What follows belongs to an exercise in optimizing a design on an open flow for small area, a short achievable clock period and few clock cycles per item; a production flow would make more cautious choices. The RTL was checked by simulation tests, not by an equivalence proof against the original design.

==> flow/design.v <==
module g96_mixer (
    input  wire         clk,
    input  wire         rst,           
    input  wire         in_valid,
    output wire         in_ready,
    input  wire [63:0]  in_key,
    input  wire [31:0]  in_stream,
    input  wire [7:0]   in_purpose,
    input  wire [63:0]  in_pos,
    input  wire         in_quick,
    output wire         out_valid,
    input  wire         out_ready,
    output wire [127:0] out_block
);
    localparam [31:0] KINC0 = 32'hA5C31E6B;
    localparam [31:0] KINC1 = 32'h7F4A9D27;
    reg [31:0]  x1, x3;            
    reg [31:0]  a0, a2;            
    reg [31:0]  k0, k1;            
    reg [63:0]  ob;                
    reg         ofull;             
    reg         run;               
    reg         acc;               
    reg         first;             
    reg [3:0]   left;              
    wire last = (left == 4'd1);
    wire hold = ofull && !out_ready;           
    wire load = !run || last || hold;
    assign in_ready  = run && !acc && !ofull && !last;
    assign out_valid = ofull;
    assign out_block = {x3, ob[63:32], x1, ob[31:0]};
    wire accept = in_valid && in_ready;
    wire finish = run && last && acc;          
    wire [31:0] y1 = first ? in_pos[63:32] : x1;
    wire [31:0] y3 = first ? {in_purpose, 24'd0} : x3;
    wire m0_1 = a0[29] ^ ~a0[27];
    wire m0_2 = a0[29] & ~a0[27];
    wire m0_3 = a0[30] ^ ~a0[28] ^ ~a0[26];
    wire m0_4 = (a0[30] & ~a0[28]) | (a0[30] & ~a0[26]) | (~a0[28] & ~a0[26]);
    wire m0_5 = a0[31] ^ ~a0[29] ^ ~a0[27];
    wire m0_6 = (a0[31] & ~a0[29]) | (a0[31] & ~a0[27]) | (~a0[29] & ~a0[27]);
    wire m0_7 = a0[19] ^ ~a0[17];
    wire m0_8 = a0[19] & ~a0[17];
    wire m0_9 = a0[20] ^ ~a0[18] ^ ~a0[16];
    wire m0_10 = (a0[20] & ~a0[18]) | (a0[20] & ~a0[16]) | (~a0[18] & ~a0[16]);
    wire m0_11 = a0[21] ^ ~a0[19] ^ ~a0[17];
    wire m0_12 = (a0[21] & ~a0[19]) | (a0[21] & ~a0[17]) | (~a0[19] & ~a0[17]);
    wire m0_13 = a0[15] ^ ~a0[13];
    wire m0_14 = a0[15] & ~a0[13];
    wire m0_15 = a0[22] ^ ~a0[20] ^ ~a0[18];
    wire m0_16 = (a0[22] & ~a0[20]) | (a0[22] & ~a0[18]) | (~a0[20] & ~a0[18]);
    wire m0_17 = a0[16] ^ ~a0[14] ^ ~a0[12];
    wire m0_18 = (a0[16] & ~a0[14]) | (a0[16] & ~a0[12]) | (~a0[14] & ~a0[12]);
    wire m0_19 = a0[23] ^ ~a0[21] ^ ~a0[19];
    wire m0_20 = (a0[23] & ~a0[21]) | (a0[23] & ~a0[19]) | (~a0[21] & ~a0[19]);
    wire m0_21 = a0[17] ^ ~a0[15] ^ ~a0[13];
    wire m0_22 = (a0[17] & ~a0[15]) | (a0[17] & ~a0[13]) | (~a0[15] & ~a0[13]);
    wire m0_23 = a0[24] ^ ~a0[22] ^ ~a0[20];
    wire m0_24 = (a0[24] & ~a0[22]) | (a0[24] & ~a0[20]) | (~a0[22] & ~a0[20]);
    wire m0_25 = a0[18] ^ ~a0[16] ^ ~a0[14];
    wire m0_26 = (a0[18] & ~a0[16]) | (a0[18] & ~a0[14]) | (~a0[16] & ~a0[14]);
    wire m0_27 = a0[25] ^ ~a0[23] ^ ~a0[21];
    wire m0_28 = (a0[25] & ~a0[23]) | (a0[25] & ~a0[21]) | (~a0[23] & ~a0[21]);
    wire m0_29 = a0[19] ^ ~a0[17] ^ ~a0[15];
    wire m0_30 = (a0[19] & ~a0[17]) | (a0[19] & ~a0[15]) | (~a0[17] & ~a0[15]);
    wire m0_31 = a0[26] ^ ~a0[24] ^ ~a0[22];
    wire m0_32 = (a0[26] & ~a0[24]) | (a0[26] & ~a0[22]) | (~a0[24] & ~a0[22]);
    wire m0_33 = a0[20] ^ ~a0[18] ^ ~a0[16];
    wire m0_34 = (a0[20] & ~a0[18]) | (a0[20] & ~a0[16]) | (~a0[18] & ~a0[16]);
    wire m0_35 = a0[27] ^ ~a0[25] ^ ~a0[23];
    wire m0_36 = (a0[27] & ~a0[25]) | (a0[27] & ~a0[23]) | (~a0[25] & ~a0[23]);
    wire m0_37 = a0[21] ^ ~a0[19] ^ ~a0[17];
    wire m0_38 = (a0[21] & ~a0[19]) | (a0[21] & ~a0[17]) | (~a0[19] & ~a0[17]);
    wire m0_39 = ~a0[8] ^ a0[6];
    wire m0_40 = ~a0[8] & a0[6];
    wire m0_41 = a0[28] ^ ~a0[26] ^ ~a0[24];
    wire m0_42 = (a0[28] & ~a0[26]) | (a0[28] & ~a0[24]) | (~a0[26] & ~a0[24]);
    wire m0_43 = a0[22] ^ ~a0[20] ^ ~a0[18];
    wire m0_44 = (a0[22] & ~a0[20]) | (a0[22] & ~a0[18]) | (~a0[20] & ~a0[18]);
    wire m0_45 = ~a0[9] ^ a0[7] ^ a0[1];
    wire m0_46 = (~a0[9] & a0[7]) | (~a0[9] & a0[1]) | (a0[7] & a0[1]);
    wire m0_47 = m0_1 ^ ~a0[25] ^ a0[23];
    wire m0_48 = (m0_1 & ~a0[25]) | (m0_1 & a0[23]) | (~a0[25] & a0[23]);
    wire m0_49 = ~a0[21] ^ ~a0[19] ^ ~a0[10];
    wire m0_50 = (~a0[21] & ~a0[19]) | (~a0[21] & ~a0[10]) | (~a0[19] & ~a0[10]);
    wire m0_51 = a0[8] ^ a0[2] ^ ~a0[0];
    wire m0_52 = (a0[8] & a0[2]) | (a0[8] & ~a0[0]) | (a0[2] & ~a0[0]);
    wire m0_53 = m0_3 ^ a0[24] ^ ~a0[22];
    wire m0_54 = (m0_3 & a0[24]) | (m0_3 & ~a0[22]) | (a0[24] & ~a0[22]);
    wire m0_55 = ~a0[20] ^ ~a0[11] ^ a0[9];
    wire m0_56 = (~a0[20] & ~a0[11]) | (~a0[20] & a0[9]) | (~a0[11] & a0[9]);
    wire m0_57 = a0[3] ^ ~a0[1] ^ m0_2;
    wire m0_58 = (a0[3] & ~a0[1]) | (a0[3] & m0_2) | (~a0[1] & m0_2);
    wire m0_59 = m0_5 ^ a0[25] ^ ~a0[23];
    wire m0_60 = (m0_5 & a0[25]) | (m0_5 & ~a0[23]) | (a0[25] & ~a0[23]);
    wire m0_61 = ~a0[21] ^ ~a0[12] ^ a0[10];
    wire m0_62 = (~a0[21] & ~a0[12]) | (~a0[21] & a0[10]) | (~a0[12] & a0[10]);
    wire m0_63 = a0[4] ^ ~a0[2] ^ m0_4;
    wire m0_64 = (a0[4] & ~a0[2]) | (a0[4] & m0_4) | (~a0[2] & m0_4);
    wire m0_65 = a0[8] ^ ~a0[6];
    wire m0_66 = a0[8] & ~a0[6];
    wire m0_67 = a0[9] ^ ~a0[7] ^ ~a0[5];
    wire m0_68 = (a0[9] & ~a0[7]) | (a0[9] & ~a0[5]) | (~a0[7] & ~a0[5]);
    wire m0_69 = a0[10] ^ ~a0[8] ^ ~a0[6];
    wire m0_70 = (a0[10] & ~a0[8]) | (a0[10] & ~a0[6]) | (~a0[8] & ~a0[6]);
    wire m0_71 = a0[4] ^ ~a0[2];
    wire m0_72 = a0[4] & ~a0[2];
    wire m0_73 = a0[11] ^ ~a0[9] ^ ~a0[7];
    wire m0_74 = (a0[11] & ~a0[9]) | (a0[11] & ~a0[7]) | (~a0[9] & ~a0[7]);
    wire m0_75 = a0[5] ^ ~a0[3] ^ ~a0[1];
    wire m0_76 = (a0[5] & ~a0[3]) | (a0[5] & ~a0[1]) | (~a0[3] & ~a0[1]);
    wire m0_77 = a0[12] ^ ~a0[10] ^ ~a0[8];
    wire m0_78 = (a0[12] & ~a0[10]) | (a0[12] & ~a0[8]) | (~a0[10] & ~a0[8]);
    wire m0_79 = a0[6] ^ ~a0[4] ^ ~a0[2];
    wire m0_80 = (a0[6] & ~a0[4]) | (a0[6] & ~a0[2]) | (~a0[4] & ~a0[2]);
    wire m0_81 = a0[13] ^ ~a0[11] ^ ~a0[9];
    wire m0_82 = (a0[13] & ~a0[11]) | (a0[13] & ~a0[9]) | (~a0[11] & ~a0[9]);
    wire m0_83 = a0[7] ^ ~a0[5] ^ ~a0[3];
    wire m0_84 = (a0[7] & ~a0[5]) | (a0[7] & ~a0[3]) | (~a0[5] & ~a0[3]);
    wire m0_85 = a0[14] ^ ~a0[12] ^ ~a0[10];
    wire m0_86 = (a0[14] & ~a0[12]) | (a0[14] & ~a0[10]) | (~a0[12] & ~a0[10]);
    wire m0_87 = a0[8] ^ ~a0[6] ^ ~a0[4];
    wire m0_88 = (a0[8] & ~a0[6]) | (a0[8] & ~a0[4]) | (~a0[6] & ~a0[4]);
    wire m0_89 = a0[15] ^ ~a0[13] ^ ~a0[11];
    wire m0_90 = (a0[15] & ~a0[13]) | (a0[15] & ~a0[11]) | (~a0[13] & ~a0[11]);
    wire m0_91 = a0[9] ^ ~a0[7] ^ ~a0[5];
    wire m0_92 = (a0[9] & ~a0[7]) | (a0[9] & ~a0[5]) | (~a0[7] & ~a0[5]);
    wire m0_93 = a0[16] ^ ~a0[14] ^ ~a0[12];
    wire m0_94 = (a0[16] & ~a0[14]) | (a0[16] & ~a0[12]) | (~a0[14] & ~a0[12]);
    wire m0_95 = a0[10] ^ ~a0[8] ^ ~a0[6];
    wire m0_96 = (a0[10] & ~a0[8]) | (a0[10] & ~a0[6]) | (~a0[8] & ~a0[6]);
    wire m0_97 = a0[17] ^ ~a0[15] ^ ~a0[13];
    wire m0_98 = (a0[17] & ~a0[15]) | (a0[17] & ~a0[13]) | (~a0[15] & ~a0[13]);
    wire m0_99 = a0[11] ^ ~a0[9] ^ ~a0[7];
    wire m0_100 = (a0[11] & ~a0[9]) | (a0[11] & ~a0[7]) | (~a0[9] & ~a0[7]);
    wire m0_101 = a0[18] ^ ~a0[16] ^ ~a0[14];
    wire m0_102 = (a0[18] & ~a0[16]) | (a0[18] & ~a0[14]) | (~a0[16] & ~a0[14]);
    wire m0_103 = a0[12] ^ ~a0[10] ^ ~a0[8];
    wire m0_104 = (a0[12] & ~a0[10]) | (a0[12] & ~a0[8]) | (~a0[10] & ~a0[8]);
    wire m0_105 = m0_7 ^ ~a0[15] ^ a0[13];
    wire m0_106 = (m0_7 & ~a0[15]) | (m0_7 & a0[13]) | (~a0[15] & a0[13]);
    wire m0_107 = ~a0[11] ^ ~a0[9] ^ ~a0[0];
    wire m0_108 = (~a0[11] & ~a0[9]) | (~a0[11] & ~a0[0]) | (~a0[9] & ~a0[0]);
    wire m0_109 = m0_9 ^ a0[14] ^ ~a0[12];
    wire m0_110 = (m0_9 & a0[14]) | (m0_9 & ~a0[12]) | (a0[14] & ~a0[12]);
    wire m0_111 = ~a0[10] ^ ~a0[1] ^ m0_8;
    wire m0_112 = (~a0[10] & ~a0[1]) | (~a0[10] & m0_8) | (~a0[1] & m0_8);
    wire m0_113 = m0_11 ^ m0_13 ^ ~a0[11];
    wire m0_114 = (m0_11 & m0_13) | (m0_11 & ~a0[11]) | (m0_13 & ~a0[11]);
    wire m0_115 = ~a0[2] ^ a0[0] ^ m0_10;
    wire m0_116 = (~a0[2] & a0[0]) | (~a0[2] & m0_10) | (a0[0] & m0_10);
    wire m0_117 = m0_15 ^ m0_17 ^ ~a0[3];
    wire m0_118 = (m0_15 & m0_17) | (m0_15 & ~a0[3]) | (m0_17 & ~a0[3]);
    wire m0_119 = a0[1] ^ m0_12 ^ m0_14;
    wire m0_120 = (a0[1] & m0_12) | (a0[1] & m0_14) | (m0_12 & m0_14);
    wire m0_121 = m0_19 ^ m0_21 ^ ~a0[4];
    wire m0_122 = (m0_19 & m0_21) | (m0_19 & ~a0[4]) | (m0_21 & ~a0[4]);
    wire m0_123 = a0[2] ^ m0_16 ^ m0_18;
    wire m0_124 = (a0[2] & m0_16) | (a0[2] & m0_18) | (m0_16 & m0_18);
    wire m0_125 = m0_23 ^ m0_25 ^ ~a0[5];
    wire m0_126 = (m0_23 & m0_25) | (m0_23 & ~a0[5]) | (m0_25 & ~a0[5]);
    wire m0_127 = a0[3] ^ m0_20 ^ m0_22;
    wire m0_128 = (a0[3] & m0_20) | (a0[3] & m0_22) | (m0_20 & m0_22);
    wire m0_129 = m0_27 ^ m0_29 ^ ~a0[6];
    wire m0_130 = (m0_27 & m0_29) | (m0_27 & ~a0[6]) | (m0_29 & ~a0[6]);
    wire m0_131 = a0[4] ^ m0_24 ^ m0_26;
    wire m0_132 = (a0[4] & m0_24) | (a0[4] & m0_26) | (m0_24 & m0_26);
    wire m0_133 = m0_31 ^ m0_33 ^ ~a0[7];
    wire m0_134 = (m0_31 & m0_33) | (m0_31 & ~a0[7]) | (m0_33 & ~a0[7]);
    wire m0_135 = a0[5] ^ m0_28 ^ m0_30;
    wire m0_136 = (a0[5] & m0_28) | (a0[5] & m0_30) | (m0_28 & m0_30);
    wire m0_137 = m0_35 ^ m0_37 ^ m0_39;
    wire m0_138 = (m0_35 & m0_37) | (m0_35 & m0_39) | (m0_37 & m0_39);
    wire m0_139 = a0[0] ^ m0_32 ^ m0_34;
    wire m0_140 = (a0[0] & m0_32) | (a0[0] & m0_34) | (m0_32 & m0_34);
    wire m0_141 = m0_41 ^ m0_43 ^ m0_45;
    wire m0_142 = (m0_41 & m0_43) | (m0_41 & m0_45) | (m0_43 & m0_45);
    wire m0_143 = m0_36 ^ m0_38 ^ m0_40;
    wire m0_144 = (m0_36 & m0_38) | (m0_36 & m0_40) | (m0_38 & m0_40);
    wire m0_145 = m0_47 ^ m0_49 ^ m0_51;
    wire m0_146 = (m0_47 & m0_49) | (m0_47 & m0_51) | (m0_49 & m0_51);
    wire m0_147 = m0_42 ^ m0_44 ^ m0_46;
    wire m0_148 = (m0_42 & m0_44) | (m0_42 & m0_46) | (m0_44 & m0_46);
    wire m0_149 = m0_53 ^ m0_55 ^ m0_57;
    wire m0_150 = (m0_53 & m0_55) | (m0_53 & m0_57) | (m0_55 & m0_57);
    wire m0_151 = m0_48 ^ m0_50 ^ m0_52;
    wire m0_152 = (m0_48 & m0_50) | (m0_48 & m0_52) | (m0_50 & m0_52);
    wire m0_153 = m0_59 ^ m0_61 ^ m0_63;
    wire m0_154 = (m0_59 & m0_61) | (m0_59 & m0_63) | (m0_61 & m0_63);
    wire m0_155 = m0_54 ^ m0_56 ^ m0_58;
    wire m0_156 = (m0_54 & m0_56) | (m0_54 & m0_58) | (m0_56 & m0_58);
    wire m0_157 = a0[6] ^ ~a0[4];
    wire m0_158 = a0[6] & ~a0[4];
    wire m0_159 = a0[7] ^ ~a0[5] ^ ~a0[3];
    wire m0_160 = (a0[7] & ~a0[5]) | (a0[7] & ~a0[3]) | (~a0[5] & ~a0[3]);
    wire m0_161 = m0_65 ^ ~a0[4] ^ a0[2];
    wire m0_162 = (m0_65 & ~a0[4]) | (m0_65 & a0[2]) | (~a0[4] & a0[2]);
    wire m0_163 = m0_67 ^ a0[3] ^ ~a0[1];
    wire m0_164 = (m0_67 & a0[3]) | (m0_67 & ~a0[1]) | (a0[3] & ~a0[1]);
    wire m0_165 = m0_69 ^ m0_71 ^ ~a0[0];
    wire m0_166 = (m0_69 & m0_71) | (m0_69 & ~a0[0]) | (m0_71 & ~a0[0]);
    wire m0_167 = m0_73 ^ m0_75 ^ m0_70;
    wire m0_168 = (m0_73 & m0_75) | (m0_73 & m0_70) | (m0_75 & m0_70);
    wire m0_169 = m0_77 ^ m0_79 ^ m0_74;
    wire m0_170 = (m0_77 & m0_79) | (m0_77 & m0_74) | (m0_79 & m0_74);
    wire m0_171 = m0_81 ^ m0_83 ^ m0_78;
    wire m0_172 = (m0_81 & m0_83) | (m0_81 & m0_78) | (m0_83 & m0_78);
    wire m0_173 = m0_85 ^ m0_87 ^ m0_82;
    wire m0_174 = (m0_85 & m0_87) | (m0_85 & m0_82) | (m0_87 & m0_82);
    wire m0_175 = m0_89 ^ m0_91 ^ m0_86;
    wire m0_176 = (m0_89 & m0_91) | (m0_89 & m0_86) | (m0_91 & m0_86);
    wire m0_177 = m0_93 ^ m0_95 ^ m0_90;
    wire m0_178 = (m0_93 & m0_95) | (m0_93 & m0_90) | (m0_95 & m0_90);
    wire m0_179 = m0_97 ^ m0_99 ^ m0_94;
    wire m0_180 = (m0_97 & m0_99) | (m0_97 & m0_94) | (m0_99 & m0_94);
    wire m0_181 = m0_101 ^ m0_103 ^ m0_98;
    wire m0_182 = (m0_101 & m0_103) | (m0_101 & m0_98) | (m0_103 & m0_98);
    wire m0_183 = m0_105 ^ m0_107 ^ m0_102;
    wire m0_184 = (m0_105 & m0_107) | (m0_105 & m0_102) | (m0_107 & m0_102);
    wire m0_185 = m0_109 ^ m0_111 ^ m0_106;
    wire m0_186 = (m0_109 & m0_111) | (m0_109 & m0_106) | (m0_111 & m0_106);
    wire m0_187 = m0_113 ^ m0_115 ^ m0_110;
    wire m0_188 = (m0_113 & m0_115) | (m0_113 & m0_110) | (m0_115 & m0_110);
    wire m0_189 = m0_117 ^ m0_119 ^ m0_114;
    wire m0_190 = (m0_117 & m0_119) | (m0_117 & m0_114) | (m0_119 & m0_114);
    wire m0_191 = m0_121 ^ m0_123 ^ m0_118;
    wire m0_192 = (m0_121 & m0_123) | (m0_121 & m0_118) | (m0_123 & m0_118);
    wire m0_193 = m0_125 ^ m0_127 ^ m0_122;
    wire m0_194 = (m0_125 & m0_127) | (m0_125 & m0_122) | (m0_127 & m0_122);
    wire m0_195 = m0_129 ^ m0_131 ^ m0_126;
    wire m0_196 = (m0_129 & m0_131) | (m0_129 & m0_126) | (m0_131 & m0_126);
    wire m0_197 = m0_133 ^ m0_135 ^ m0_130;
    wire m0_198 = (m0_133 & m0_135) | (m0_133 & m0_130) | (m0_135 & m0_130);
    wire m0_199 = m0_137 ^ m0_139 ^ m0_134;
    wire m0_200 = (m0_137 & m0_139) | (m0_137 & m0_134) | (m0_139 & m0_134);
    wire m0_201 = m0_141 ^ m0_143 ^ m0_138;
    wire m0_202 = (m0_141 & m0_143) | (m0_141 & m0_138) | (m0_143 & m0_138);
    wire m0_203 = m0_145 ^ m0_147 ^ m0_142;
    wire m0_204 = (m0_145 & m0_147) | (m0_145 & m0_142) | (m0_147 & m0_142);
    wire m0_205 = m0_149 ^ m0_151 ^ m0_146;
    wire m0_206 = (m0_149 & m0_151) | (m0_149 & m0_146) | (m0_151 & m0_146);
    wire m0_207 = m0_153 ^ m0_155 ^ m0_150;
    wire m0_208 = (m0_153 & m0_155) | (m0_153 & m0_150) | (m0_155 & m0_150);
    wire m0_209 = a0[4] ^ ~a0[2];
    wire m0_210 = a0[4] & ~a0[2];
    wire m0_211 = a0[5] ^ ~a0[3] ^ ~a0[1];
    wire m0_212 = (a0[5] & ~a0[3]) | (a0[5] & ~a0[1]) | (~a0[3] & ~a0[1]);
    wire m0_213 = m0_157 ^ ~a0[2] ^ a0[0];
    wire m0_214 = (m0_157 & ~a0[2]) | (m0_157 & a0[0]) | (~a0[2] & a0[0]);
    wire m0_215 = m0_159 ^ a0[1] ^ m0_158;
    wire m0_216 = (m0_159 & a0[1]) | (m0_159 & m0_158) | (a0[1] & m0_158);
    wire m0_217 = m0_161 ^ ~a0[0] ^ m0_160;
    wire m0_218 = (m0_161 & ~a0[0]) | (m0_161 & m0_160) | (~a0[0] & m0_160);
    wire m0_219 = m0_163 ^ m0_66 ^ m0_162;
    wire m0_220 = (m0_163 & m0_66) | (m0_163 & m0_162) | (m0_66 & m0_162);
    wire m0_221 = m0_165 ^ m0_68 ^ m0_164;
    wire m0_222 = (m0_165 & m0_68) | (m0_165 & m0_164) | (m0_68 & m0_164);
    wire m0_223 = m0_167 ^ m0_72 ^ m0_166;
    wire m0_224 = (m0_167 & m0_72) | (m0_167 & m0_166) | (m0_72 & m0_166);
    wire m0_225 = m0_169 ^ m0_76 ^ m0_168;
    wire m0_226 = (m0_169 & m0_76) | (m0_169 & m0_168) | (m0_76 & m0_168);
    wire m0_227 = m0_171 ^ m0_80 ^ m0_170;
    wire m0_228 = (m0_171 & m0_80) | (m0_171 & m0_170) | (m0_80 & m0_170);
    wire m0_229 = m0_173 ^ m0_84 ^ m0_172;
    wire m0_230 = (m0_173 & m0_84) | (m0_173 & m0_172) | (m0_84 & m0_172);
    wire m0_231 = m0_175 ^ m0_88 ^ m0_174;
    wire m0_232 = (m0_175 & m0_88) | (m0_175 & m0_174) | (m0_88 & m0_174);
    wire m0_233 = m0_177 ^ m0_92 ^ m0_176;
    wire m0_234 = (m0_177 & m0_92) | (m0_177 & m0_176) | (m0_92 & m0_176);
    wire m0_235 = m0_179 ^ m0_96 ^ m0_178;
    wire m0_236 = (m0_179 & m0_96) | (m0_179 & m0_178) | (m0_96 & m0_178);
    wire m0_237 = m0_181 ^ m0_100 ^ m0_180;
    wire m0_238 = (m0_181 & m0_100) | (m0_181 & m0_180) | (m0_100 & m0_180);
    wire m0_239 = m0_183 ^ m0_104 ^ m0_182;
    wire m0_240 = (m0_183 & m0_104) | (m0_183 & m0_182) | (m0_104 & m0_182);
    wire m0_241 = m0_185 ^ m0_108 ^ m0_184;
    wire m0_242 = (m0_185 & m0_108) | (m0_185 & m0_184) | (m0_108 & m0_184);
    wire m0_243 = m0_187 ^ m0_112 ^ m0_186;
    wire m0_244 = (m0_187 & m0_112) | (m0_187 & m0_186) | (m0_112 & m0_186);
    wire m0_245 = m0_189 ^ m0_116 ^ m0_188;
    wire m0_246 = (m0_189 & m0_116) | (m0_189 & m0_188) | (m0_116 & m0_188);
    wire m0_247 = m0_191 ^ m0_120 ^ m0_190;
    wire m0_248 = (m0_191 & m0_120) | (m0_191 & m0_190) | (m0_120 & m0_190);
    wire m0_249 = m0_193 ^ m0_124 ^ m0_192;
    wire m0_250 = (m0_193 & m0_124) | (m0_193 & m0_192) | (m0_124 & m0_192);
    wire m0_251 = m0_195 ^ m0_128 ^ m0_194;
    wire m0_252 = (m0_195 & m0_128) | (m0_195 & m0_194) | (m0_128 & m0_194);
    wire m0_253 = m0_197 ^ m0_132 ^ m0_196;
    wire m0_254 = (m0_197 & m0_132) | (m0_197 & m0_196) | (m0_132 & m0_196);
    wire m0_255 = m0_199 ^ m0_136 ^ m0_198;
    wire m0_256 = (m0_199 & m0_136) | (m0_199 & m0_198) | (m0_136 & m0_198);
    wire m0_257 = m0_201 ^ m0_140 ^ m0_200;
    wire m0_258 = (m0_201 & m0_140) | (m0_201 & m0_200) | (m0_140 & m0_200);
    wire m0_259 = m0_203 ^ m0_144 ^ m0_202;
    wire m0_260 = (m0_203 & m0_144) | (m0_203 & m0_202) | (m0_144 & m0_202);
    wire m0_261 = m0_205 ^ m0_148 ^ m0_204;
    wire m0_262 = (m0_205 & m0_148) | (m0_205 & m0_204) | (m0_148 & m0_204);
    wire m0_263 = m0_207 ^ m0_152 ^ m0_206;
    wire m0_264 = (m0_207 & m0_152) | (m0_207 & m0_206) | (m0_152 & m0_206);
    wire [31:0] m0_s = {m0_263, m0_261, m0_259, m0_257, m0_255, m0_253, m0_251, m0_249, m0_247, m0_245, m0_243, m0_241, m0_239, m0_237, m0_235, m0_233, m0_231, m0_229, m0_227, m0_225, m0_223, m0_221, m0_219, m0_217, m0_215, m0_213, m0_211, m0_209, a0[3], a0[2], a0[1], a0[0]};
    wire [31:0] m0_c = {m0_262, m0_260, m0_258, m0_256, m0_254, m0_252, m0_250, m0_248, m0_246, m0_244, m0_242, m0_240, m0_238, m0_236, m0_234, m0_232, m0_230, m0_228, m0_226, m0_224, m0_222, m0_220, m0_218, m0_216, m0_214, m0_212, m0_210, ~a0[0], ~a0[1], ~a0[0], 1'b0, 1'b0};
    wire [31:0] t0 = m0_s + m0_c + 32'h20080514;
    wire m2_1 = a2[26] ^ ~a2[22];
    wire m2_2 = a2[26] & ~a2[22];
    wire m2_3 = a2[27] ^ ~a2[23] ^ a2[20];
    wire m2_4 = (a2[27] & ~a2[23]) | (a2[27] & a2[20]) | (~a2[23] & a2[20]);
    wire m2_5 = a2[28] ^ ~a2[24] ^ a2[21];
    wire m2_6 = (a2[28] & ~a2[24]) | (a2[28] & a2[21]) | (~a2[24] & a2[21]);
    wire m2_7 = a2[29] ^ ~a2[25] ^ a2[22];
    wire m2_8 = (a2[29] & ~a2[25]) | (a2[29] & a2[22]) | (~a2[25] & a2[22]);
    wire m2_9 = ~a2[20] ^ a2[15];
    wire m2_10 = ~a2[20] & a2[15];
    wire m2_11 = a2[30] ^ ~a2[26] ^ a2[23];
    wire m2_12 = (a2[30] & ~a2[26]) | (a2[30] & a2[23]) | (~a2[26] & a2[23]);
    wire m2_13 = ~a2[21] ^ a2[16] ^ a2[13];
    wire m2_14 = (~a2[21] & a2[16]) | (~a2[21] & a2[13]) | (a2[16] & a2[13]);
    wire m2_15 = a2[31] ^ ~a2[27] ^ a2[24];
    wire m2_16 = (a2[31] & ~a2[27]) | (a2[31] & a2[24]) | (~a2[27] & a2[24]);
    wire m2_17 = ~a2[22] ^ a2[17] ^ a2[14];
    wire m2_18 = (~a2[22] & a2[17]) | (~a2[22] & a2[14]) | (a2[17] & a2[14]);
    wire m2_19 = ~a2[12] ^ ~a2[10];
    wire m2_20 = ~a2[12] & ~a2[10];
    wire m2_21 = a2[19] ^ ~a2[15];
    wire m2_22 = a2[19] & ~a2[15];
    wire m2_23 = a2[20] ^ ~a2[16] ^ a2[13];
    wire m2_24 = (a2[20] & ~a2[16]) | (a2[20] & a2[13]) | (~a2[16] & a2[13]);
    wire m2_25 = a2[21] ^ ~a2[17] ^ a2[14];
    wire m2_26 = (a2[21] & ~a2[17]) | (a2[21] & a2[14]) | (~a2[17] & a2[14]);
    wire m2_27 = ~a2[12] ^ a2[7];
    wire m2_28 = ~a2[12] & a2[7];
    wire m2_29 = a2[22] ^ ~a2[18] ^ a2[15];
    wire m2_30 = (a2[22] & ~a2[18]) | (a2[22] & a2[15]) | (~a2[18] & a2[15]);
    wire m2_31 = ~a2[13] ^ a2[8] ^ a2[5];
    wire m2_32 = (~a2[13] & a2[8]) | (~a2[13] & a2[5]) | (a2[8] & a2[5]);
    wire m2_33 = a2[23] ^ ~a2[19] ^ a2[16];
    wire m2_34 = (a2[23] & ~a2[19]) | (a2[23] & a2[16]) | (~a2[19] & a2[16]);
    wire m2_35 = ~a2[14] ^ a2[9] ^ a2[6];
    wire m2_36 = (~a2[14] & a2[9]) | (~a2[14] & a2[6]) | (a2[9] & a2[6]);
    wire m2_37 = ~a2[4] ^ ~a2[2];
    wire m2_38 = ~a2[4] & ~a2[2];
    wire m2_39 = a2[24] ^ ~a2[20] ^ a2[17];
    wire m2_40 = (a2[24] & ~a2[20]) | (a2[24] & a2[17]) | (~a2[20] & a2[17]);
    wire m2_41 = ~a2[15] ^ a2[10] ^ a2[7];
    wire m2_42 = (~a2[15] & a2[10]) | (~a2[15] & a2[7]) | (a2[10] & a2[7]);
    wire m2_43 = ~a2[5] ^ ~a2[3] ^ a2[1];
    wire m2_44 = (~a2[5] & ~a2[3]) | (~a2[5] & a2[1]) | (~a2[3] & a2[1]);
    wire m2_45 = a2[25] ^ ~a2[21] ^ a2[18];
    wire m2_46 = (a2[25] & ~a2[21]) | (a2[25] & a2[18]) | (~a2[21] & a2[18]);
    wire m2_47 = ~a2[16] ^ a2[11] ^ a2[8];
    wire m2_48 = (~a2[16] & a2[11]) | (~a2[16] & a2[8]) | (a2[11] & a2[8]);
    wire m2_49 = ~a2[6] ^ ~a2[4] ^ a2[2];
    wire m2_50 = (~a2[6] & ~a2[4]) | (~a2[6] & a2[2]) | (~a2[4] & a2[2]);
    wire m2_51 = m2_1 ^ a2[19] ^ ~a2[17];
    wire m2_52 = (m2_1 & a2[19]) | (m2_1 & ~a2[17]) | (a2[19] & ~a2[17]);
    wire m2_53 = a2[12] ^ a2[9] ^ ~a2[7];
    wire m2_54 = (a2[12] & a2[9]) | (a2[12] & ~a2[7]) | (a2[9] & ~a2[7]);
    wire m2_55 = ~a2[5] ^ a2[3] ^ ~a2[0];
    wire m2_56 = (~a2[5] & a2[3]) | (~a2[5] & ~a2[0]) | (a2[3] & ~a2[0]);
    wire m2_57 = m2_3 ^ ~a2[18] ^ a2[13];
    wire m2_58 = (m2_3 & ~a2[18]) | (m2_3 & a2[13]) | (~a2[18] & a2[13]);
    wire m2_59 = a2[10] ^ ~a2[8] ^ ~a2[6];
    wire m2_60 = (a2[10] & ~a2[8]) | (a2[10] & ~a2[6]) | (~a2[8] & ~a2[6]);
    wire m2_61 = a2[4] ^ ~a2[1] ^ m2_2;
    wire m2_62 = (a2[4] & ~a2[1]) | (a2[4] & m2_2) | (~a2[1] & m2_2);
    wire m2_63 = m2_5 ^ ~a2[19] ^ a2[14];
    wire m2_64 = (m2_5 & ~a2[19]) | (m2_5 & a2[14]) | (~a2[19] & a2[14]);
    wire m2_65 = a2[11] ^ ~a2[9] ^ ~a2[7];
    wire m2_66 = (a2[11] & ~a2[9]) | (a2[11] & ~a2[7]) | (~a2[9] & ~a2[7]);
    wire m2_67 = a2[5] ^ ~a2[2] ^ m2_4;
    wire m2_68 = (a2[5] & ~a2[2]) | (a2[5] & m2_4) | (~a2[2] & m2_4);
    wire m2_69 = m2_7 ^ m2_9 ^ a2[12];
    wire m2_70 = (m2_7 & m2_9) | (m2_7 & a2[12]) | (m2_9 & a2[12]);
    wire m2_71 = ~a2[10] ^ ~a2[8] ^ a2[6];
    wire m2_72 = (~a2[10] & ~a2[8]) | (~a2[10] & a2[6]) | (~a2[8] & a2[6]);
    wire m2_73 = ~a2[3] ^ a2[0] ^ m2_6;
    wire m2_74 = (~a2[3] & a2[0]) | (~a2[3] & m2_6) | (a2[0] & m2_6);
    wire m2_75 = m2_11 ^ m2_13 ^ ~a2[11];
    wire m2_76 = (m2_11 & m2_13) | (m2_11 & ~a2[11]) | (m2_13 & ~a2[11]);
    wire m2_77 = ~a2[9] ^ a2[7] ^ ~a2[4];
    wire m2_78 = (~a2[9] & a2[7]) | (~a2[9] & ~a2[4]) | (a2[7] & ~a2[4]);
    wire m2_79 = a2[1] ^ m2_8 ^ m2_10;
    wire m2_80 = (a2[1] & m2_8) | (a2[1] & m2_10) | (m2_8 & m2_10);
    wire m2_81 = m2_15 ^ m2_17 ^ m2_19;
    wire m2_82 = (m2_15 & m2_17) | (m2_15 & m2_19) | (m2_17 & m2_19);
    wire m2_83 = a2[8] ^ ~a2[5] ^ a2[2];
    wire m2_84 = (a2[8] & ~a2[5]) | (a2[8] & a2[2]) | (~a2[5] & a2[2]);
    wire m2_85 = a2[0] ^ m2_12 ^ m2_14;
    wire m2_86 = (a2[0] & m2_12) | (a2[0] & m2_14) | (m2_12 & m2_14);
    wire m2_87 = a2[14] ^ ~a2[10];
    wire m2_88 = a2[14] & ~a2[10];
    wire m2_89 = a2[15] ^ ~a2[11] ^ a2[8];
    wire m2_90 = (a2[15] & ~a2[11]) | (a2[15] & a2[8]) | (~a2[11] & a2[8]);
    wire m2_91 = a2[16] ^ ~a2[12] ^ a2[9];
    wire m2_92 = (a2[16] & ~a2[12]) | (a2[16] & a2[9]) | (~a2[12] & a2[9]);
    wire m2_93 = a2[17] ^ ~a2[13] ^ a2[10];
    wire m2_94 = (a2[17] & ~a2[13]) | (a2[17] & a2[10]) | (~a2[13] & a2[10]);
    wire m2_95 = ~a2[8] ^ a2[3];
    wire m2_96 = ~a2[8] & a2[3];
    wire m2_97 = a2[18] ^ ~a2[14] ^ a2[11];
    wire m2_98 = (a2[18] & ~a2[14]) | (a2[18] & a2[11]) | (~a2[14] & a2[11]);
    wire m2_99 = ~a2[9] ^ a2[4] ^ a2[1];
    wire m2_100 = (~a2[9] & a2[4]) | (~a2[9] & a2[1]) | (a2[4] & a2[1]);
    wire m2_101 = m2_21 ^ a2[12] ^ ~a2[10];
    wire m2_102 = (m2_21 & a2[12]) | (m2_21 & ~a2[10]) | (a2[12] & ~a2[10]);
    wire m2_103 = a2[5] ^ a2[2] ^ ~a2[0];
    wire m2_104 = (a2[5] & a2[2]) | (a2[5] & ~a2[0]) | (a2[2] & ~a2[0]);
    wire m2_105 = m2_23 ^ ~a2[11] ^ a2[6];
    wire m2_106 = (m2_23 & ~a2[11]) | (m2_23 & a2[6]) | (~a2[11] & a2[6]);
    wire m2_107 = a2[3] ^ ~a2[1] ^ m2_22;
    wire m2_108 = (a2[3] & ~a2[1]) | (a2[3] & m2_22) | (~a2[1] & m2_22);
    wire m2_109 = m2_25 ^ m2_27 ^ a2[4];
    wire m2_110 = (m2_25 & m2_27) | (m2_25 & a2[4]) | (m2_27 & a2[4]);
    wire m2_111 = ~a2[2] ^ ~a2[0] ^ m2_24;
    wire m2_112 = (~a2[2] & ~a2[0]) | (~a2[2] & m2_24) | (~a2[0] & m2_24);
    wire m2_113 = m2_29 ^ m2_31 ^ ~a2[3];
    wire m2_114 = (m2_29 & m2_31) | (m2_29 & ~a2[3]) | (m2_31 & ~a2[3]);
    wire m2_115 = ~a2[1] ^ m2_26 ^ m2_28;
    wire m2_116 = (~a2[1] & m2_26) | (~a2[1] & m2_28) | (m2_26 & m2_28);
    wire m2_117 = m2_33 ^ m2_35 ^ m2_37;
    wire m2_118 = (m2_33 & m2_35) | (m2_33 & m2_37) | (m2_35 & m2_37);
    wire m2_119 = a2[0] ^ m2_30 ^ m2_32;
    wire m2_120 = (a2[0] & m2_30) | (a2[0] & m2_32) | (m2_30 & m2_32);
    wire m2_121 = m2_39 ^ m2_41 ^ m2_43;
    wire m2_122 = (m2_39 & m2_41) | (m2_39 & m2_43) | (m2_41 & m2_43);
    wire m2_123 = m2_34 ^ m2_36 ^ m2_38;
    wire m2_124 = (m2_34 & m2_36) | (m2_34 & m2_38) | (m2_36 & m2_38);
    wire m2_125 = m2_45 ^ m2_47 ^ m2_49;
    wire m2_126 = (m2_45 & m2_47) | (m2_45 & m2_49) | (m2_47 & m2_49);
    wire m2_127 = m2_40 ^ m2_42 ^ m2_44;
    wire m2_128 = (m2_40 & m2_42) | (m2_40 & m2_44) | (m2_42 & m2_44);
    wire m2_129 = m2_51 ^ m2_53 ^ m2_55;
    wire m2_130 = (m2_51 & m2_53) | (m2_51 & m2_55) | (m2_53 & m2_55);
    wire m2_131 = m2_46 ^ m2_48 ^ m2_50;
    wire m2_132 = (m2_46 & m2_48) | (m2_46 & m2_50) | (m2_48 & m2_50);
    wire m2_133 = m2_57 ^ m2_59 ^ m2_61;
    wire m2_134 = (m2_57 & m2_59) | (m2_57 & m2_61) | (m2_59 & m2_61);
    wire m2_135 = m2_52 ^ m2_54 ^ m2_56;
    wire m2_136 = (m2_52 & m2_54) | (m2_52 & m2_56) | (m2_54 & m2_56);
    wire m2_137 = m2_63 ^ m2_65 ^ m2_67;
    wire m2_138 = (m2_63 & m2_65) | (m2_63 & m2_67) | (m2_65 & m2_67);
    wire m2_139 = m2_58 ^ m2_60 ^ m2_62;
    wire m2_140 = (m2_58 & m2_60) | (m2_58 & m2_62) | (m2_60 & m2_62);
    wire m2_141 = m2_69 ^ m2_71 ^ m2_73;
    wire m2_142 = (m2_69 & m2_71) | (m2_69 & m2_73) | (m2_71 & m2_73);
    wire m2_143 = m2_64 ^ m2_66 ^ m2_68;
    wire m2_144 = (m2_64 & m2_66) | (m2_64 & m2_68) | (m2_66 & m2_68);
    wire m2_145 = m2_75 ^ m2_77 ^ m2_79;
    wire m2_146 = (m2_75 & m2_77) | (m2_75 & m2_79) | (m2_77 & m2_79);
    wire m2_147 = m2_70 ^ m2_72 ^ m2_74;
    wire m2_148 = (m2_70 & m2_72) | (m2_70 & m2_74) | (m2_72 & m2_74);
    wire m2_149 = m2_81 ^ m2_83 ^ m2_85;
    wire m2_150 = (m2_81 & m2_83) | (m2_81 & m2_85) | (m2_83 & m2_85);
    wire m2_151 = m2_76 ^ m2_78 ^ m2_80;
    wire m2_152 = (m2_76 & m2_78) | (m2_76 & m2_80) | (m2_78 & m2_80);
    wire m2_153 = a2[9] ^ ~a2[5];
    wire m2_154 = a2[9] & ~a2[5];
    wire m2_155 = a2[10] ^ ~a2[6] ^ a2[3];
    wire m2_156 = (a2[10] & ~a2[6]) | (a2[10] & a2[3]) | (~a2[6] & a2[3]);
    wire m2_157 = a2[11] ^ ~a2[7] ^ a2[4];
    wire m2_158 = (a2[11] & ~a2[7]) | (a2[11] & a2[4]) | (~a2[7] & a2[4]);
    wire m2_159 = a2[12] ^ ~a2[8] ^ a2[5];
    wire m2_160 = (a2[12] & ~a2[8]) | (a2[12] & a2[5]) | (~a2[8] & a2[5]);
    wire m2_161 = a2[13] ^ ~a2[9] ^ a2[6];
    wire m2_162 = (a2[13] & ~a2[9]) | (a2[13] & a2[6]) | (~a2[9] & a2[6]);
    wire m2_163 = m2_87 ^ a2[7] ^ ~a2[5];
    wire m2_164 = (m2_87 & a2[7]) | (m2_87 & ~a2[5]) | (a2[7] & ~a2[5]);
    wire m2_165 = m2_89 ^ ~a2[6] ^ a2[1];
    wire m2_166 = (m2_89 & ~a2[6]) | (m2_89 & a2[1]) | (~a2[6] & a2[1]);
    wire m2_167 = m2_91 ^ ~a2[7] ^ a2[2];
    wire m2_168 = (m2_91 & ~a2[7]) | (m2_91 & a2[2]) | (~a2[7] & a2[2]);
    wire m2_169 = m2_93 ^ m2_95 ^ a2[0];
    wire m2_170 = (m2_93 & m2_95) | (m2_93 & a2[0]) | (m2_95 & a2[0]);
    wire m2_171 = m2_97 ^ m2_99 ^ m2_94;
    wire m2_172 = (m2_97 & m2_99) | (m2_97 & m2_94) | (m2_99 & m2_94);
    wire m2_173 = m2_101 ^ m2_103 ^ m2_98;
    wire m2_174 = (m2_101 & m2_103) | (m2_101 & m2_98) | (m2_103 & m2_98);
    wire m2_175 = m2_105 ^ m2_107 ^ m2_102;
    wire m2_176 = (m2_105 & m2_107) | (m2_105 & m2_102) | (m2_107 & m2_102);
    wire m2_177 = m2_109 ^ m2_111 ^ m2_106;
    wire m2_178 = (m2_109 & m2_111) | (m2_109 & m2_106) | (m2_111 & m2_106);
    wire m2_179 = m2_113 ^ m2_115 ^ m2_110;
    wire m2_180 = (m2_113 & m2_115) | (m2_113 & m2_110) | (m2_115 & m2_110);
    wire m2_181 = m2_117 ^ m2_119 ^ m2_114;
    wire m2_182 = (m2_117 & m2_119) | (m2_117 & m2_114) | (m2_119 & m2_114);
    wire m2_183 = m2_121 ^ m2_123 ^ m2_118;
    wire m2_184 = (m2_121 & m2_123) | (m2_121 & m2_118) | (m2_123 & m2_118);
    wire m2_185 = m2_125 ^ m2_127 ^ m2_122;
    wire m2_186 = (m2_125 & m2_127) | (m2_125 & m2_122) | (m2_127 & m2_122);
    wire m2_187 = m2_129 ^ m2_131 ^ m2_126;
    wire m2_188 = (m2_129 & m2_131) | (m2_129 & m2_126) | (m2_131 & m2_126);
    wire m2_189 = m2_133 ^ m2_135 ^ m2_130;
    wire m2_190 = (m2_133 & m2_135) | (m2_133 & m2_130) | (m2_135 & m2_130);
    wire m2_191 = m2_137 ^ m2_139 ^ m2_134;
    wire m2_192 = (m2_137 & m2_139) | (m2_137 & m2_134) | (m2_139 & m2_134);
    wire m2_193 = m2_141 ^ m2_143 ^ m2_138;
    wire m2_194 = (m2_141 & m2_143) | (m2_141 & m2_138) | (m2_143 & m2_138);
    wire m2_195 = m2_145 ^ m2_147 ^ m2_142;
    wire m2_196 = (m2_145 & m2_147) | (m2_145 & m2_142) | (m2_147 & m2_142);
    wire m2_197 = m2_149 ^ m2_151 ^ m2_146;
    wire m2_198 = (m2_149 & m2_151) | (m2_149 & m2_146) | (m2_151 & m2_146);
    wire m2_199 = a2[7] ^ ~a2[3];
    wire m2_200 = a2[7] & ~a2[3];
    wire m2_201 = a2[8] ^ ~a2[4] ^ a2[1];
    wire m2_202 = (a2[8] & ~a2[4]) | (a2[8] & a2[1]) | (~a2[4] & a2[1]);
    wire m2_203 = m2_153 ^ a2[2] ^ ~a2[0];
    wire m2_204 = (m2_153 & a2[2]) | (m2_153 & ~a2[0]) | (a2[2] & ~a2[0]);
    wire m2_205 = m2_155 ^ ~a2[1] ^ m2_154;
    wire m2_206 = (m2_155 & ~a2[1]) | (m2_155 & m2_154) | (~a2[1] & m2_154);
    wire m2_207 = m2_157 ^ ~a2[2] ^ m2_156;
    wire m2_208 = (m2_157 & ~a2[2]) | (m2_157 & m2_156) | (~a2[2] & m2_156);
    wire m2_209 = m2_159 ^ ~a2[3] ^ m2_158;
    wire m2_210 = (m2_159 & ~a2[3]) | (m2_159 & m2_158) | (~a2[3] & m2_158);
    wire m2_211 = m2_161 ^ ~a2[4] ^ m2_160;
    wire m2_212 = (m2_161 & ~a2[4]) | (m2_161 & m2_160) | (~a2[4] & m2_160);
    wire m2_213 = m2_163 ^ a2[0] ^ m2_162;
    wire m2_214 = (m2_163 & a2[0]) | (m2_163 & m2_162) | (a2[0] & m2_162);
    wire m2_215 = m2_165 ^ m2_88 ^ m2_164;
    wire m2_216 = (m2_165 & m2_88) | (m2_165 & m2_164) | (m2_88 & m2_164);
    wire m2_217 = m2_167 ^ m2_90 ^ m2_166;
    wire m2_218 = (m2_167 & m2_90) | (m2_167 & m2_166) | (m2_90 & m2_166);
    wire m2_219 = m2_169 ^ m2_92 ^ m2_168;
    wire m2_220 = (m2_169 & m2_92) | (m2_169 & m2_168) | (m2_92 & m2_168);
    wire m2_221 = m2_171 ^ m2_96 ^ m2_170;
    wire m2_222 = (m2_171 & m2_96) | (m2_171 & m2_170) | (m2_96 & m2_170);
    wire m2_223 = m2_173 ^ m2_100 ^ m2_172;
    wire m2_224 = (m2_173 & m2_100) | (m2_173 & m2_172) | (m2_100 & m2_172);
    wire m2_225 = m2_175 ^ m2_104 ^ m2_174;
    wire m2_226 = (m2_175 & m2_104) | (m2_175 & m2_174) | (m2_104 & m2_174);
    wire m2_227 = m2_177 ^ m2_108 ^ m2_176;
    wire m2_228 = (m2_177 & m2_108) | (m2_177 & m2_176) | (m2_108 & m2_176);
    wire m2_229 = m2_179 ^ m2_112 ^ m2_178;
    wire m2_230 = (m2_179 & m2_112) | (m2_179 & m2_178) | (m2_112 & m2_178);
    wire m2_231 = m2_181 ^ m2_116 ^ m2_180;
    wire m2_232 = (m2_181 & m2_116) | (m2_181 & m2_180) | (m2_116 & m2_180);
    wire m2_233 = m2_183 ^ m2_120 ^ m2_182;
    wire m2_234 = (m2_183 & m2_120) | (m2_183 & m2_182) | (m2_120 & m2_182);
    wire m2_235 = m2_185 ^ m2_124 ^ m2_184;
    wire m2_236 = (m2_185 & m2_124) | (m2_185 & m2_184) | (m2_124 & m2_184);
    wire m2_237 = m2_187 ^ m2_128 ^ m2_186;
    wire m2_238 = (m2_187 & m2_128) | (m2_187 & m2_186) | (m2_128 & m2_186);
    wire m2_239 = m2_189 ^ m2_132 ^ m2_188;
    wire m2_240 = (m2_189 & m2_132) | (m2_189 & m2_188) | (m2_132 & m2_188);
    wire m2_241 = m2_191 ^ m2_136 ^ m2_190;
    wire m2_242 = (m2_191 & m2_136) | (m2_191 & m2_190) | (m2_136 & m2_190);
    wire m2_243 = m2_193 ^ m2_140 ^ m2_192;
    wire m2_244 = (m2_193 & m2_140) | (m2_193 & m2_192) | (m2_140 & m2_192);
    wire m2_245 = m2_195 ^ m2_144 ^ m2_194;
    wire m2_246 = (m2_195 & m2_144) | (m2_195 & m2_194) | (m2_144 & m2_194);
    wire m2_247 = m2_197 ^ m2_148 ^ m2_196;
    wire m2_248 = (m2_197 & m2_148) | (m2_197 & m2_196) | (m2_148 & m2_196);
    wire [31:0] m2_s = {m2_247, m2_245, m2_243, m2_241, m2_239, m2_237, m2_235, m2_233, m2_231, m2_229, m2_227, m2_225, m2_223, m2_221, m2_219, m2_217, m2_215, m2_213, m2_211, m2_209, m2_207, m2_205, m2_203, m2_201, m2_199, a2[6], a2[5], a2[4], a2[3], a2[2], a2[1], a2[0]};
    wire [31:0] m2_c = {m2_246, m2_244, m2_242, m2_240, m2_238, m2_236, m2_234, m2_232, m2_230, m2_228, m2_226, m2_224, m2_222, m2_220, m2_218, m2_216, m2_214, m2_212, m2_210, m2_208, m2_206, m2_204, m2_202, m2_200, a2[0], ~a2[2], ~a2[1], ~a2[0], 1'b0, 1'b0, 1'b0, 1'b0};
    wire [31:0] t2 = m2_s + m2_c + 32'h04280210;
    wire [31:0] u1 = y1 + ({t0[18:0], t0[31:19]} ^ t2);
    wire [31:0] u3 = y3 ^ ({t2[12:0], t2[31:13]} + t0);
    wire [31:0] m0 = last ? 32'd0 : k0;
    wire [31:0] m1 = last ? 32'd0 : k1;
    wire [31:0] v0 = u1 ^ m0;
    wire [31:0] v2 = u3 ^ m1;
    always @(posedge clk) begin
        if (rst) begin
            run   <= 1'b0;
            acc   <= 1'b0;
            ofull <= 1'b0;
            first <= 1'b1;
            left  <= 4'd0;
        end else begin
            if (finish)
                ofull <= 1'b1;
            else if (out_ready)
                ofull <= 1'b0;
            first <= load;
            if (load) begin
                run  <= in_valid;
                acc  <= 1'b0;
                left <= in_quick ? 4'd6 : 4'd10;
            end else begin
                if (accept)
                    acc <= 1'b1;
                left <= left - 4'd1;
            end
        end
    end
    always @(posedge clk) begin
        if (finish)
            ob <= {v2, v0};
        if (!hold) begin
            x1 <= t2;
            x3 <= t0;
        end
    end
    always @(posedge clk) begin
        if (load) begin
            a0 <= in_pos[31:0] ^ in_key[31:0];
            a2 <= in_stream ^ in_key[63:32];
            k0 <= in_key[31:0] + KINC0;
            k1 <= in_key[63:32] + KINC1;
        end else begin
            a0 <= v0;
            a2 <= v2;
            k0 <= k0 + KINC0;
            k1 <= k1 + KINC1;
        end
    end
endmodule
==> flow/flow/run.sh <==
#!/bin/bash
# The standard layout, with the port buffers made of the smallest buffer
# (buf_1) instead of the one buffer_ports picks by default, and timing
# repair asked to leave setup slack to spare at the design's clock.
set -euo pipefail
export BUFFER_PORTS_ARGS="-buffer_cell sky130_fd_sc_hd__buf_1"
export SETUP_SLACK_MARGIN=12.5
bash standard.sh > standard_make.log 2>&1
==> flow/standard.sh <==
#!/bin/bash
# synth_recipe.tcl (not shown) runs the flow's synth.tcl, then flattens the netlist and writes it again
# the make line also repeats each setting of config.mk as NAME=value (left out here)
make -C /OpenROAD-flow-scripts/flow DESIGN_CONFIG=/design/flow/config.mk WORK_HOME=/design/flow/orfs CLKGATE_MAP_FILE= SYNTH_SCRIPT=/design/flow/synth_recipe.tcl "${@:-finish}"
==> flow/config.mk <==
export PLATFORM = sky130hd
export DESIGN_NAME = g96_mixer
export DESIGN_NICKNAME = g96_mixer
export VERILOG_FILES = /design/flow/design.v
export SDC_FILE = /design/flow/constraint.sdc
export NUM_CORES = 4
export LEC_CHECK = 0
export ABC_AREA = 1
export CAP_MARGIN = 20
export CORE_MARGIN = 2
export CORE_UTILIZATION = 50
export CTS_BUF_LIST = sky130_fd_sc_hd__clkbuf_4 sky130_fd_sc_hd__clkbuf_8
export SLEW_MARGIN = 20
==> flow/constraint.sdc <==
create_clock -name core_clock -period 20.0 [get_ports {clk}]
set_input_delay 4.0000 -clock core_clock [delete_from_list [all_inputs] [get_ports {clk}]]
set_output_delay 4.0000 -clock core_clock [all_outputs]
set_load 0.01 [all_outputs]
==> results of run 1 <==
[repair_timing]
item	in CTS	in global routing
pin swaps	1	3
endpoints found under the setup margin	28	78
hold endpoints to repair	0	0
setup buffers	3	25
resized for setup	15	66
[cell usage in the layout, fill, tap and decap left out, drive strengths merged, types with 2 or more instances in the layout]
cell / netlist / layout
nand2: 767 / 767
inv: 606 / 600
buf: 15 / 342
fa: 213 / 213
ha: 204 / 204
o21ai: 198 / 198
xor2: 178 / 178
nor2: 165 / 165
a21oi: 150 / 150
xnor2: 145 / 145
dfxtp: 136 / 136
edfxtp: 128 / 128
nand3: 109 / 109
clkbuf: 30 / 67
nor3: 28 / 28
o21bai: 22 / 22
nand4: 19 / 19
clkinv: 1 / 19
or2: 16 / 16
clkinvlp: 0 / 11
a21o: 10 / 10
a31oi: 8 / 8
and2: 7 / 7
nor4: 7 / 7
nand3b: 6 / 6
bufinv: 0 / 5
a211oi: 5 / 5
a21boi: 5 / 5
diode: 0 / 4
o21a: 4 / 4
mux2i: 4 / 4
o211ai: 3 / 3
a221oi: 2 / 2
[cell families after synthesis]
logic type / after synthesis
AND/OR/NAND/NOR: 1125
buffers and inverters: 652
adder cells (fa/ha/maj): 417
AO/OA/AOI/OAI: 414
XOR/XNOR: 324
flip-flops: 264
multiplexers: 4
[area by class of cell]
class	count	share of cell area
Tap cell	680	0.02908
Antenna cell	4	0.0003421
Clock inverter	28	0.009536
Timing Repair Buffer	342	0.04939
Clock buffer	67	0.02895
Sequential cell	264	0.2249
Multi-Input combinational cell	2284	0.5789
Inverter	607	0.07894
[path summary, 6_finish.rpt]
kind / start / to / slack, ns / cells past startpoint
hold reg to reg: a2[2] / x1[2] / 0.43 / 0
setup / recovery: a0[19] / a0[17] / 12.79 / 28
hold / removal: a2[2] / x1[2] / 0.43 / 0
setup reg to reg: a0[19] / a0[17] / 12.79 / 28
[per-stage QoR]
stage | setup slack [ns] | cell area (um^2) | utilization | hold slack [ns]
final | 12.79 | 29260 | 0.5715 | 0.4344
after global routing | 12.48 | 29260 | 0.5715 | 0.4715
after detailed placement | 11.69 | 27630 | 0.5397 | 0.4309
after CTS | 12.45 | 28840 | 0.5633 | 0.4386
after global placement | 11.75 | 27630 | 0.5397 | 0.4260
after floorplan | 12.57 | 25800 | - | 0.4296
[flip-flops by register name, summed over array words and instances (netlist names)]
register and flops:
x1 32, ob 64, acc 1, ofull 1, x3 32, a2 32, k1 32, left 4
run 1, a0 32, k0 32, first 1
[worst max-delay path: cells and delay by family (launching register included)]
family | cells | cell delay, ns
XOR/XNOR | 2 | 0.72
flip-flops | 1 | 0.42
buffers and inverters | 6 | 0.44
AO/OA/AOI/OAI | 6 | 1.21
AND/OR/NAND/NOR | 6 | 0.81
adder cells (fa/ha/maj) | 8 | 3.32
[routing by layer]
layer,GRT usage,vias up,wire length (um)
met4,0.08770,2,2530
met3,0.07849,139,8883
met5,0,-,10
met2,0.5064,1037,39150
li1,-,10720,-
met1,0.5029,10880,41390
==> impl_metrics.yaml, run 1 <==
run_status:
  status: "timing/DRC/antenna clean"
clock_network:
  cts_buffers: 51
  clk_pin_slew_ns: 0.06
  cts_tree: "yes"
  clockBufferDepth: 3
  cts-root-buf: "clkbuf_8"
  cts.htree.levels: 2
  cts_sinks: 264
  clock_latency_ns: 0.65
  hold_buffers: 0
drt:
  ant_nets: 0
  drc_errors: 0
  drtPass1Iterations: 6
  drtIter0Drc: 2171
  wire_per_inst_um: 21.51
  vias: 22780
  vias_per_cell: 5.327
  routed_wl_um: 91970
synthesis:
  yosysWarnings: 1
  syn_nets: 3790
  synth-main-ff-cell: "dfxtp_1"
  synthTopCellsByCount: "nand2_1, inv_1, fa_1, ha_1, xor2_1"
  avgSynthCellArea_um2: 8.063
  synth_seq_area_share: 0.2545
  synth-simple-area-share: 0.1798
  synth_top_cell_area_share: 0.1653
  muxShareOfSynthArea: 0.001552
  synth_compound_area_frac: 0.09117
  netlist_instances: 3200
  syn_area_um2: 25800
  synth-edff-count: 128
  yosysMostFrequentCell: "nand2_1"
  synth_top_family_by_area: "adder cells"
  synth_top_area_cell: "fa_1"
  synth_cell_type_count: 58
  synthTopCellsByArea: "fa_1, edfxtp_1, nand2_1"
  synth_seq_cells: 264
  synth_adder_area_share: 0.2642
  synthXorXnorAreaFrac: 0.1105
  synthArstFlopShare: 0
timing:
  setup_tns_ns: 0
  clock.fmax_mhz: 138.7
  period_share: 0.3605
  slew_headroom: 0.2464
  rsz0062_at_grt: "false"
  worst_pin_slew_ns: 1.119
  finalClockSkew_ns: 0.04451
  hold_viol_final: 0
  fin_crit_ns: 7.210
  final-setup-viol-count: 0
  slew_viol_final: 0
floorplan:
  die_x_um: 231.2
  pin_count: 303
  core_um2: 51200
  num_rows: 83
  fp.dieH_um: 231.2
  die_area_um2: 53430
  initial_core_util: 0.5039
setup_path:
  path_class: "reg2reg"
  critical_path_required_ns: 20.38
  crit_top_cell: "inv_1"
  path_max_fanout: 6
  cp.arrival_ns: 7.59
  crit_slowest_cell: "xnor2_1"
  startpoint_type: "flop"
  end_kind: "flop"
  slowest_delay_ns: 0.57
global_routing:
  grt_max_degree: 82
  antenna_found_initial: 7
  grt.overflow.total: 0
  grt_pass1_vias: 21890
  grt_pass1_wl_um: 134700
  grt_usage: 0.3421
placed_design:
  dp.cells: 4149
  port_buffers: 302
  gp_congestion: 0.9950
  dp_hpwl_um: 77190
layout:
  multi_input_area_um2: 16940
  area_growth_pct: 13.41
  nFillCells: 4894
  nNetsFinal: 4140
  drive_gt1_frac: 0.07572
  regArea_um2: 6581
  final_cells: 4276
hold_path:
  holdCritPathClass: "reg2reg"
job:
  maxCapViolCount: 0
Testbench counts, summed over its fixed seeds: cycles 72,392, items 8,000.
==> inputs of run 2 (changes only) <==
--- a/flow/flow/run.sh
+++ b/flow/flow/run.sh
@@ -6,3 +6,3 @@
 export BUFFER_PORTS_ARGS="-buffer_cell sky130_fd_sc_hd__buf_1"
-export SETUP_SLACK_MARGIN=12.5
+export SETUP_SLACK_MARGIN=13.2
 bash standard.sh > standard_make.log 2>&1
--- a/flow/config.mk
+++ b/flow/config.mk
@@ -7,3 +7,2 @@
 export LEC_CHECK = 0
-export ABC_AREA = 1
 export CAP_MARGIN = 20
==> run 2 against run 1 <==
Compared with the run above:
- still clean on timing, DRC and antenna
- first-iteration DRC count fell by 13%
- die area is 5.9% lower
- flip-flop and latch count unchanged
- via count shrank 9.4%
- worst setup slack improved by 0.023 ns
- core utilization grew 6.7 points
- maximum frequency up 0.32%
- worst hold slack improved by 0.028 ns
- non-clock buffer count rose by 122
==> impl_metrics.yaml, run 2 <==
run_status:
  status: "timing/DRC/antenna clean"
timing:
  period_share: 0.3593
  final-setup-viol-count: 0
  hold_viol_final: 0
  finalClockSkew_ns: 0.07405
  worst_slack_ns: 12.81
  slew_viol_final: 0
  rsz0062_at_grt: "true"
  worst_pin_slew_ns: 1.073
  setup_tns_ns: 0
  fin_crit_ns: 7.187
  clock.fmax_mhz: 139.2
  slew_headroom: 0.2770
synthesis:
  synthTopCellsByCount: "inv_1, xnor2_1, fa_1, nand2_1, ha_1"
  synth_top_area_cell: "fa_1"
  yosysMostFrequentCell: "inv_1"
  synth_seq_area_share: 0.2708
  synth_seq_cells: 264
  netlist_instances: 2460
  synthTopCellsByArea: "fa_1, edfxtp_1, dfxtp_1"
  yosysWarnings: 1
  synthArstFlopShare: 0
  synth_top_cell_area_share: 0.1759
  synth-main-ff-cell: "dfxtp_1"
  synth_cell_type_count: 82
  synth-edff-count: 128
  avgSynthCellArea_um2: 9.855
  syn_area_um2: 24240
  syn_nets: 3050
global_routing:
  grt_usage: 0.3609
  grt_pass1_vias: 20530
  antenna_found_initial: 6
  grt_pass1_wl_um: 132200
  grt.overflow.total: 0
  grt_max_degree: 96
floorplan:
  initial_core_util: 0.5067
  pin_count: 303
  fp.dieH_um: 224.2
  die_area_um2: 50270
  num_rows: 80
  die_x_um: 224.2
  core_um2: 47850
clock_network:
  cts.htree.levels: 2
  cts_sinks: 264
  clk_pin_slew_ns: 0.06
  hold_buffers: 0
  clockBufferDepth: 3
  cts-root-buf: "clkbuf_8"
  cts_buffers: 52
  clock_latency_ns: 0.69
  cts_tree: "yes"
layout:
  drive_gt1_frac: 0.2182
  final_cells: 3591
  area_growth_pct: 26.10
  nNetsFinal: 3522
  final_cell_mix: "inv_1, buf_1, xnor2_1, nand2_1, fa_1"
  largest-register: "ob"
  largest_register_ffs: 64
  utilization: 0.6390
  layout_commonest_cell: "inv_1"
placed_design:
  port_buffers: 302
  gp_congestion: 0.9801
  dp_hpwl_um: 72360
  pre_cts_slack_ns: 11.77
  dp.cells: 3339
drt:
  wire_per_inst_um: 25.68
  vias_per_cell: 5.745
  drtIter0Drc: 1887
  routed_wl_um: 92230
  vias: 20630
  ant_nets: 0
  drtPass1Iterations: 6
  drc_errors: 0
setup_path:
  critical_path_required_ns: 20.53
  path_class: "reg2reg"
  end_kind: "flop"
  rr_worst_depth: 33
  crit_slowest_cell: "fa_1"
  cp.arrival_ns: 7.72
  slowest_delay_ns: 0.53
  path_max_fanout: 4
  r2r_setup_slack_ns: 12.81
  startpoint_type: "flop"
  r2r_end: "a2[31]"
  r2r-start: "a2[15]"
hold_path:
  holdCritPathClass: "reg2reg"
  min_to: "left[0]"
  hp-start: "left[0]"
  hold_depth: 1
job:
  maxCapViolCount: 0
==> run 2: repair_timing <==
action                     4_1_cts  5_1_grt
setup buffers                  105       48
pin swaps                      124      110
setup endpoints to repair      107       87
gates cloned                     1        0
resized for setup              310      152
==> run 2: worst max path at each step <==
| stage | to | cells after the start | start |
|---|---|---|---|
| after detailed placement | a2[31] | 30 | a2[0] |
| after global placement | a2[31] | 30 | a2[0] |
| after CTS | a2[31] | 33 | a2[15] |
| after floorplan | k1[26] | 21 | out_ready |
| after global routing | a2[31] | 33 | a2[15] |
| final | a2[31] | 33 | a2[15] |
==> run 2: cell families (layout without fill, tap and decap cells) <==
family                     after synthesis  after routing  share of synthesized area
muxes                                   90             90                    0.03912
buffers and inverters                  403            918                    0.06472
other                                    0              1                          0
xor gates and xnor gates               381            381                     0.1382
adders and majority gates              417            417                     0.2812
DFF                                    264            264                     0.2708
AOI/OAI and AO/OA                      423            423                     0.1138
and+or+nand+nor                        482            482                    0.09217
==> run 2: through the flow <==
stage / hold slack, ns / cell area [um^2]
global route: 0.4840 / 30570
global placement: 0.4496 / 26060
CTS: 0.4671 / 29470
finish: 0.4629 / 30570
floorplan: 0.4296 / 24340
detailed placement: 0.4543 / 26060
==> run 2: critical path, delay by kind of cell, from the launching register on <==
kind | cells | cell delay (ns)
compound gates | 12 | 2.46
buf+inv | 5 | 0.25
xor+xnor | 3 | 0.73
simple gates | 6 | 0.77
fa+ha+maj | 7 | 2.46
flops | 1 | 0.38
==> run 2: cell type report <==
class / instances / area [um^2]
clock inverter: 30 / 284.0
tap: 615 / 769.5
inverter: 357 / 1395
clock buffer: 67 / 840.8
timing repair buffer: 464 / 2459
fill: 4084 / 17270
sequential: 264 / 6709
multi-input combinational: 1793 / 18110
antenna: 1 / 2.502
==> run 2: routing by layer <==
layer | routed length [um] | GRT usage
met2 | 40770 | 0.5483
met3 | 8569 | 0.06322
met5 | 0 | 0
met1 | 39610 | 0.5249
met4 | 3272 | 0.1132

-- port drivers added, routing unchanged --
How much do the figures lean on ideal ports? The routed layouts below were timed once more, with nothing changed but the port constraints. Step 1 sets driving cells, clkbuf_16 on the clock port and buf_2 on the other inputs (assumed; they add their load-dependent delay and slew). Step 2 adds t to the input delays and takes it off the output delays; t is the mean of the earliest and latest rising clock arrival at the registers after step 1. Input paths then give back, and output paths get back, about the clock's delay inside the block. a / b / c = no drivers / after step 1 / after step 2; a / b = the first two.
run	t, ns	slack for setup (ns)	clock arrival spread, ns
run 1	0.693	12.790 / 12.790 / 12.271	0.048 / 0.047
run 2	0.711	12.814 / 12.814 / 12.274	0.074 / 0.074
After both steps every run listed still meets setup and hold. The setup slack of run 2, which loses most, moves by 0.000 ns with the drivers and by -0.540 ns with both steps.
